Source: an optimization exercise on an open RTL-to-GDS flow (aim: small area, a short achievable clock period and few clock cycles per item). Production flows keep margins and buffers that such runs may drop.
In this exercise RTL edits were held to simulation tests only and were not proved equivalent to the original.
Power and IR drop assume default switching activity.

==> run a <==
Design ryunt_rs_dec, start of the top module:
module ryunt_rs_dec (
  input  wire       clk,
  input  wire       rst,         
  input  wire       in_valid,
  output wire       in_ready,
  input  wire [7:0] in_data,
  input  wire       in_erase,
  output wire       out_valid,
  output wire [7:0] out_data,
  output wire       out_last,
  output wire       out_fail,
  output wire [2:0] out_ncorr
);
  localparam integer RING  = 135;
  localparam integer PORTS = 9;
  localparam integer SP    = 15;
  function [7:0] gf_mul(input [7:0] a, input [7:0] b);
    integer i;
    reg [7:0] p, aa;
    begin
      p  = 8'h00;
      aa = a;
      for (i = 0; i < 8; i = i + 1) begin
        if (b[i]) p = p ^ aa;
        aa = {aa[6:0], 1'b0} ^ (aa[7] ? 8'h1d : 8'h00);
      end
      gf_mul = p;
    end
  endfunction
  function [3:0] g4_mul(input [3:0] a, input [3:0] b);
    integer n; reg [3:0] p, aa;
    begin
      p = 4'h0; aa = a;
      for (n = 0; n < 4; n = n + 1) begin
        if (b[n]) p = p ^ aa;
        aa = {aa[2:0], 1'b0} ^ (aa[3] ? 4'h3 : 4'h0);
      end
      g4_mul = p;
    end
  endfunction
  function [3:0] g4_inv(input [3:0] a);
    case (a)
      4'h0: g4_inv = 4'h0;
      4'h1: g4_inv = 4'h1;
      4'h2: g4_inv = 4'h9;
      4'h3: g4_inv = 4'he;
      4'h4: g4_inv = 4'hd;
      4'h5: g4_inv = 4'hb;
      4'h6: g4_inv = 4'h7;
      4'h7: g4_inv = 4'h6;
      4'h8: g4_inv = 4'hf;
      4'h9: g4_inv = 4'h2;
      4'ha: g4_inv = 4'hc;
      4'hb: g4_inv = 4'h5;
      4'hc: g4_inv = 4'ha;
      4'hd: g4_inv = 4'h4;
      4'he: g4_inv = 4'h3;
      4'hf: g4_inv = 4'h8;
      default: g4_inv = 4'h0;
    endcase
  endfunction
  function [7:0] gf_inv(input [7:0] a);
    reg [7:0] c; reg [3:0] d, di; reg [7:0] e;
    begin
      c = {a[5], a[2] ^ a[5] ^ a[6], a[1] ^ a[3] ^ a[4], a[4] ^ a[7], a[3] ^ a[4] ^ a[5] ^ a[6], a[2] ^ a[4] ^ a[6], a[2] ^ a[3] ^ a[6] ^ a[7], a[0] ^ a[1] ^ a[2] ^ a[3] ^ a[4] ^ a[6] ^ a[7]};
      d = g4_mul(g4_mul(c[7:4], c[7:4]), 4'h8) ^ g4_mul(c[7:4], c[3:0]) ^ g4_mul(c[3:0], c[3:0]);
      di = g4_inv(d);
      e = {g4_mul(c[7:4], di), g4_mul(c[3:0] ^ c[7:4], di)};
  ...
clock: 12.0 ns
lec_check: 0
cap_margin: 20
core_margin: 2
core_utilization: 60
cts_buf_list: sky130_fd_sc_hd__clkbuf_16
cts_cluster_diameter: 60
cts_cluster_size: 24
slew_margin: 20
standard.sh (not shown) runs the stock make flow with config.mk's settings and CLKGATE_MAP_FILE= SYNTH_SCRIPT=/design/flow/synth_recipe.tcl, a recipe that flattens the netlist after the stock synthesis.
==> flow/flow/run.sh <==
#!/bin/bash
# The standard ORFS layout (the standard.sh, unchanged scripts and SDC),
# with timing repair asked to leave a setup margin of 8 ns at the design's
# 12 ns clock, so that the layout's achieved period comes out near 4 ns.
# make's full output goes to flow_make.log here; ORFS's own per-step logs
# stay under orfs/logs.
set -euo pipefail
bash standard.sh SETUP_SLACK_MARGIN=8 finish > flow_make.log 2>&1
==> run b (differences from run a) <==
--- a/flow/design.v
+++ b/flow/design.v
@@ -214,25 +214,25 @@
   reg [7:0] sacc [0:5];    
   reg [7:0] gacc [1:6];    
   reg [2:0] ecnt;          
   reg       b0_pend, b0_e;
   reg [7:0] b0_d;
   reg [7:0] Q [1:6];       
-  reg [7:0] acc, dbinv;     
+  reg [7:0] acc, cc, dbinv;
   reg       lc;
   reg [3:0] blen;
   reg [2:0] r, li, si, oj;
   reg [2:0] r_n, li_n, si_n, oj_n;
   reg [6:0] li_oh;         
   reg [5:0] si_oh, oj_oh;
   reg [7:0] k;
   reg [2:0] nfound, ldeg_q;
   reg       efail, fast;
   reg [1:0] fl;
   reg       pend;                        
-  reg [7:0] pd_om, pd_odd;
+  reg [7:0] pd_pos, pd_om, pd_odd;
   reg       p1v, p2v;
   reg [7:0] p1pos, p1om, p1odd, p2pos, p2om, p2inv;
   reg       p15v, dbupd;
   reg [7:0] p15pos, p15om;
   reg       res_fail;
   reg [2:0] res_ncorr, res_n;
@@ -276,17 +276,17 @@
     for (j = 0; j < 6; j = j + 1) begin
       oS0 = oS0 | ({8{si_oh[j]}} & sacc[j]);           
       if (j < 5) oS1 = oS1 | ({8{si_oh[j+1]}} & sacc[j]);  
     end
   end
   wire       s_dot = s_bmd || s_om;
-  wire [7:0] ma1 = ({8{s_dot}} & oL0) | ({8{s_bmc || s_bmu}} & acc) |
+  wire [7:0] ma1 = ({8{s_dot}} & oL0) | ({8{s_bmc}} & acc) | ({8{s_bmu}} & cc) |
                    ({8{!(s_dot || s_bmc || s_bmu)}} & p2om);
   wire [7:0] mb1 = ({8{s_dot}} & oS0) | ({8{s_bmc}} & dbinv) | ({8{s_bmu}} & oQ0) |
                    ({8{!(s_dot || s_bmc || s_bmu)}} & p2inv);
-  wire [7:0] ma2 = ({8{s_dot}} & oL1) | ({8{s_bmu}} & acc);
+  wire [7:0] ma2 = ({8{s_dot}} & oL1) | ({8{s_bmu}} & cc);
   wire [7:0] mb2 = ({8{s_dot}} & oS1) | ({8{s_bmu}} & oQ1);
   wire [7:0] mp1 = gf_mul(ma1, mb1);
   wire [7:0] mp2 = gf_mul(ma2, mb2);
   wire [7:0]  inv_in = s_bmc ? acc : p1odd;
   reg  [11:0] inva;
   always @(posedge clk) inva <= gf_inv_a(inv_in);
@@ -409,22 +409,23 @@
       cval[res_n] <= mp1;
       res_n <= res_n + 3'd1;
     end
     p1v <= 1'b0;
     if (pend) begin
       p1v    <= 1'b1;
-      p1pos  <= k + 8'd1;
+      p1pos  <= pd_pos;
       p1om   <= pd_om;
       p1odd  <= pd_odd;
     end else if (s_ch) begin
       p1v    <= rootx;
       p1pos  <= root1 ? k : k - 8'd1;
       p1om   <= root1 ? osum1 : osum2;
       p1odd  <= root1 ? odd1 : odd2;
     end
     pend   <= s_ch && !pend && root1 && root2;
+    pd_pos <= k - 8'd1;
     pd_om  <= osum2;
     pd_odd <= odd2;
     if (wr) begin
       if (first && acc_busy) begin
         b0_pend <= 1'b1;
         b0_d    <= in_data;
@@ -457,13 +458,13 @@
     end
     if (s_bmc) begin
       if (acc == 8'h00) begin
         Q[1] <= 8'h00;
         for (j = 2; j < 7; j = j + 1) Q[j] <= Q[j-1];
       end else begin
-        acc <= mp1;
+        cc <= mp1;
         lc <= lc_now;
         if (lc_now)
           blen  <= {1'b0, r} + {1'b0, ecnt} - blen;
       end
     end
     if (s_bmu) begin
==> flow/run.sh (new file) <==
#!/bin/bash
# synth_recipe.tcl (not shown) runs the flow's synth.tcl, then flattens the netlist and writes it again
# the make line also repeats each setting of config.mk as NAME=value (left out here)
make -C /OpenROAD-flow-scripts/flow DESIGN_CONFIG=/design/flow/config.mk WORK_HOME=/design/flow/orfs CLKGATE_MAP_FILE= SYNTH_SCRIPT=/design/flow/synth_recipe.tcl finish
==> flow/config.mk (replaced) <==
export PLATFORM = sky130hd
export DESIGN_NAME = ryunt_rs_dec
export DESIGN_NICKNAME = ryunt_rs_dec
export VERILOG_FILES = /design/flow/design.v
export SDC_FILE = /design/flow/constraint.sdc
export NUM_CORES = 4
export LEC_CHECK = 0
export CAP_MARGIN = 20
export CORE_MARGIN = 2
export CORE_UTILIZATION = 40
export CTS_BUF_LIST = sky130_fd_sc_hd__clkbuf_16
export CTS_CLUSTER_DIAMETER = 60
export CTS_CLUSTER_SIZE = 24
export SLEW_MARGIN = 20
removed: flow/flow/run.sh
removed: flow/standard.sh
==> run c (differences from run a) <==
--- a/flow/design.v
+++ b/flow/design.v
@@ -125,13 +125,15 @@
   reg        cap_pending;          
   reg        res_valid;            
   reg        rdy_q;                
   reg  [PORTS-1:0] wsel;           
   wire wr        = in_valid && rdy_q;
   wire aligned_r = (dr_off == 4'd0);
-  wire rd_now    = aligned_r && ((rd_cnt != 8'd0) || res_valid);
+  wire pipe_empty;
+  reg  pend, p1v, p15v, p2v;       
+  wire rd_now    = aligned_r && ((rd_cnt != 8'd0) || (res_valid && pipe_empty));
   wire own       = !(s_idle || s_post);
   wire acc_busy  = cap_pending || own;
   assign in_ready = rdy_q;
   reg  [3:0] dw0_off, dw0_port, dr_off_n, dr_port_n;
   reg  [7:0] occ0, occ1, rd_cnt_n, ib1;
   reg        cap0, cap1, resv_n, post, consume, own_nc, rdnext, rdy0, rdy1;
@@ -148,13 +150,14 @@
     rd_cnt_n = rd_now ? ((rd_cnt == 8'd133) ? 8'd0 : rd_cnt + 8'd1) : rd_cnt;
     consume  = rd_now && (rd_cnt == 8'd127);
     post     = !res_valid && ((s_idle && cap_pending && fastcond) || s_post);
     resv_n   = post || (res_valid && !consume);
     own_nc   = own || (s_idle && cap_pending && !fastcond);
     rdnext   = (dr_off_n == 4'd0) &&
-               ((rd_now ? (rd_cnt != 8'd133) : (rd_cnt != 8'd0)) || resv_n);
+               ((rd_now ? (rd_cnt != 8'd133) : (rd_cnt != 8'd0)) ||
+                (resv_n && !(pend || p1v || p15v || s_ch)));
     if (dw_off == SP-1) begin
       dw0_off = 4'd0; dw0_port = (dw_port == PORTS-1) ? 4'd0 : dw_port + 4'd1;
     end else begin
       dw0_off = dw_off + 4'd1; dw0_port = dw_port;
     end
     occ0 = occ - {7'd0, rd_now};
@@ -225,17 +228,15 @@
   reg [6:0] li_oh;         
   reg [5:0] si_oh, oj_oh;
   reg [7:0] k;
   reg [2:0] nfound, ldeg_q;
   reg       efail, fast;
   reg [1:0] fl;
-  reg       pend;                        
   reg [7:0] pd_om, pd_odd;
-  reg       p1v, p2v;
   reg [7:0] p1pos, p1om, p1odd, p2pos, p2om, p2inv;
-  reg       p15v, dbupd;
+  reg       dbupd;
   reg [7:0] p15pos, p15om;
   reg       res_fail;
   reg [2:0] res_ncorr, res_n;
   reg [7:0] cpos [0:5];
   reg [7:0] cval [0:5];
   function [7:0] selS(input [2:0] x);
@@ -332,16 +333,19 @@
   always @* begin
     ldeg = 3'd0;
     for (j = 1; j < 7; j = j + 1)
       if (gacc[j] != 8'h00) ldeg = j[2:0];
   end
   wire chk_fail = ({1'b0, ldeg, 1'b0} > 5'd6 + {2'b00, ecnt}) || ({1'b0, ldeg} != blen);
+  assign pipe_empty = !(pend || p1v || p15v || p2v);
   wire lc_now = ({blen, 1'b0} <= {2'b00, r} - 5'd1 + {2'b00, ecnt});
   wire [2:0] bm_top = (r == 3'd6) ? 3'd6 : r;
   wire bmd_last = (li + 3'd2 > r - 3'd1);
   wire om_last  = (li + 3'd2 > oj);
+  wire om_done  = s_om && om_last && (oj == 3'd1);
+  wire [2:0] ldeg_cur = s_wait ? ldeg_q : ldeg;
   wire next_iter = (s_bmc && acc == 8'h00) || (s_bmu && li <= 3'd2);
   always @* begin
     li_n = li; si_n = si; oj_n = oj; r_n = r;
     if (s_idle && cap_pending) begin
       oj_n = 3'd5; r_n = ecnt + 3'd1; li_n = 3'd1;
       si_n = (ecnt == 3'd6) ? 3'd4 : ecnt - 3'd1;
@@ -373,17 +377,16 @@
         else                   est_n = E_BMD;
       end
       E_BMD: if (bmd_last) est_n = E_BMC;
       E_BMC: if (acc == 8'h00) est_n = (r == 3'd6) ? E_OM : E_BMD;
              else              est_n = E_BMU;
       E_BMU: if (li <= 3'd2)   est_n = (r == 3'd6) ? E_OM : E_BMD;
-      E_OM:  if (om_last && oj == 3'd1) est_n = E_CHK;
-      E_CHK: est_n = (chk_fail || ldeg == 3'd0) ? E_POST : E_WAIT;
+      E_OM:  if (om_last && oj == 3'd1)
+               est_n = (chk_fail || ldeg == 3'd0) ? E_POST : res_valid ? E_WAIT : E_CH;
       E_WAIT: if (!res_valid) est_n = E_CH;
-      E_CH:  if (!pend && ch_done) est_n = E_FL;
-      E_FL:  if (fl == 2'd3) est_n = E_POST;
+      E_CH:  if (!pend && ch_done) est_n = E_POST;
       E_POST: if (!res_valid) est_n = E_IDLE;
       default: est_n = E_IDLE;
     endcase
   end
   always @(posedge clk) begin
     if (rst) begin
@@ -476,41 +479,39 @@
     end
     if (next_iter) acc <= selS(r);
     if (s_om) begin
       for (j = 1; j < 6; j = j + 1)
         if (oj_oh[j]) sacc[j] <= sacc[j] ^ mp1 ^ mp2;
     end
-    if (s_chk) begin
+    if (om_done) begin
       ldeg_q <= ldeg;
       efail  <= chk_fail;
       fast   <= 1'b1;
     end
-    if (s_wait && !res_valid) begin
+    if ((om_done && !res_valid) || (s_wait && !res_valid)) begin
       res_n     <= 3'd0;
       res_ncorr <= 3'd0;
       nfound    <= 3'd0;
       k         <= 8'd133;
       kle1      <= 1'b0;
-      need1     <= (ldeg_q == 3'd1);
-      need2     <= (ldeg_q == 3'd2);
-      fl        <= 2'd0;
+      need1     <= (ldeg_cur == 3'd1);
+      need2     <= (ldeg_cur == 3'd2);
     end
     if (s_ch && !pend) begin
       nfound <= nfound_n;
       need1  <= (nfound_n + 3'd1 == ldeg_q);
       need2  <= (nfound_n + 3'd2 == ldeg_q);
       kle1   <= (k <= 8'd3);
       res_ncorr <= res_ncorr + {2'd0, root1 && nz1} + {2'd0, root2 && nz2};
       for (j = 1; j < 7; j = j + 1) gacc[j] <= N2[j];
       for (j = 1; j < 6; j = j + 1) sacc[j] <= NU2[j];
       k <= k - 8'd2;
-    end
-    if (s_fl) begin
-      fl    <= fl + 2'd1;
-      efail <= (nfound != ldeg_q);
-      fast  <= 1'b0;
+      if (ch_done) begin
+        efail <= (nfound_n != ldeg_q);
+        fast  <= 1'b0;
+      end
     end
     if (s_post && post) begin
       res_fail <= efail;
       if (fast) begin
         res_n     <= 3'd0;
         res_ncorr <= 3'd0;
==> flow/run.sh (new file) <==
#!/bin/bash
# synth_recipe.tcl (not shown) runs the flow's synth.tcl, then flattens the netlist and writes it again
# the make line also repeats each setting of config.mk as NAME=value (left out here)
make -C /OpenROAD-flow-scripts/flow DESIGN_CONFIG=/design/flow/config.mk WORK_HOME=/design/flow/orfs CLKGATE_MAP_FILE= SYNTH_SCRIPT=/design/flow/synth_recipe.tcl finish
--- a/flow/config.mk
+++ b/flow/config.mk
@@ -8,7 +8,8 @@
 export CAP_MARGIN = 20
 export CORE_MARGIN = 2
 export CORE_UTILIZATION = 60
 export CTS_BUF_LIST = sky130_fd_sc_hd__clkbuf_16
 export CTS_CLUSTER_DIAMETER = 60
 export CTS_CLUSTER_SIZE = 24
+export SETUP_SLACK_MARGIN = 5
 export SLEW_MARGIN = 20
removed: flow/flow/run.sh
removed: flow/standard.sh
==> flow_summary_export.csv <==
group,metric,value,unit
power,powerDensity,155,nW/µm²
layout,multi_input_area_share,37.8,%
power,p_int,7.69,mW
layout,nClkBuffers,110,
power,p_comb,0.976,mW
status,outcome,"timing/DRC/antenna clean",
power,swShare,26.2,%
global_routing,grt_pass1_vias,39400,
worst_setup_path,critPathCapture,"acc[7]$_DFFE_PP_",
routing,avgViaCountPerCell,5.45,
sta,slew_headroom,22.3,%
worst_setup_path,r2r_start,"eoh[4]$_SDFF_PP0_",
Source of the figures above: run b

==> flow_summary_export.csv <==
group,metric,value,unit
status,outcome,"timing/DRC/antenna clean",
worst_setup_path,r2r_start,"eoh[3]$_SDFF_PP0_",
power,powerDensity,185,nW/µm²
layout,multi_input_area_share,38.6,%
worst_setup_path,critPathCapture,"sacc[4][3]$_DFF_P_",
power,swShare,30.9,%
power,p_comb,2.42,mW
routing,avgViaCountPerCell,6.07,
sta,slew_headroom,24.4,%
Source of the figures above: run c

==> flow_summary_export.csv <==
group,metric,value,unit
routing,avgViaCountPerCell,6.12,
status,outcome,"timing/DRC/antenna clean",
power,swShare,28.7,%
power,powerDensity,159,nW/µm²
power,p_int,7.96,mW
layout,nClkBuffers,105,
worst_setup_path,r2r_start,"li_oh[5]$_DFF_P_",
global_routing,grt_pass1_vias,41000,
worst_setup_path,critPathCapture,"acc[5]$_DFF_P_",
Source of the figures above: run a

Testbench counts of run a, summed over its fixed seeds: cycles 268,705, items 1,600.
Testbench counts of run b, summed over its fixed seeds: cycles 268,705, items 1,600.
Testbench counts of run c, summed over its fixed seeds: cycles 266,110, items 1,600.

==> afterwards: timing with drivers on the ports <==
How much do the figures lean on ideal ports? The routed layouts below were timed once more, with nothing changed but the port constraints.
Step 1 sets driving cells, clkbuf_16 on the clock port and buf_2 on the other inputs (assumed; they add their load-dependent delay and slew).
Step 2 adds t to the input delays and takes it off the output delays; t is the mean of the earliest and latest rising clock arrival at the registers after step 1. Input paths then give back, and output paths get back, about the clock's delay inside the block.
Three values: ideal, step 1, step 2; two values: the first two.
| run | shift t [ns] | setup slack, ns | worst hold slack (ns) | slew at the worst register clock pin (ns) |
|---|---|---|---|---|
| run a | 0.784 | 7.927 / 7.927 / 7.315 | 0.286 / 0.286 / 0.286 | 0.09 / 0.09 |
| run b | 0.823 | 6.207 / 6.207 / 6.207 | 0.315 / 0.315 / 0.315 | 0.09 / 0.09 |
| run c | 0.798 | 6.379 / 6.379 / 5.757 | 0.309 / 0.309 / 0.309 | 0.09 / 0.09 |
After both steps setup and hold are still met in every run listed. For run c, which loses most, drivers alone change the setup slack by 0.000 ns; drivers and shift together by -0.622 ns.
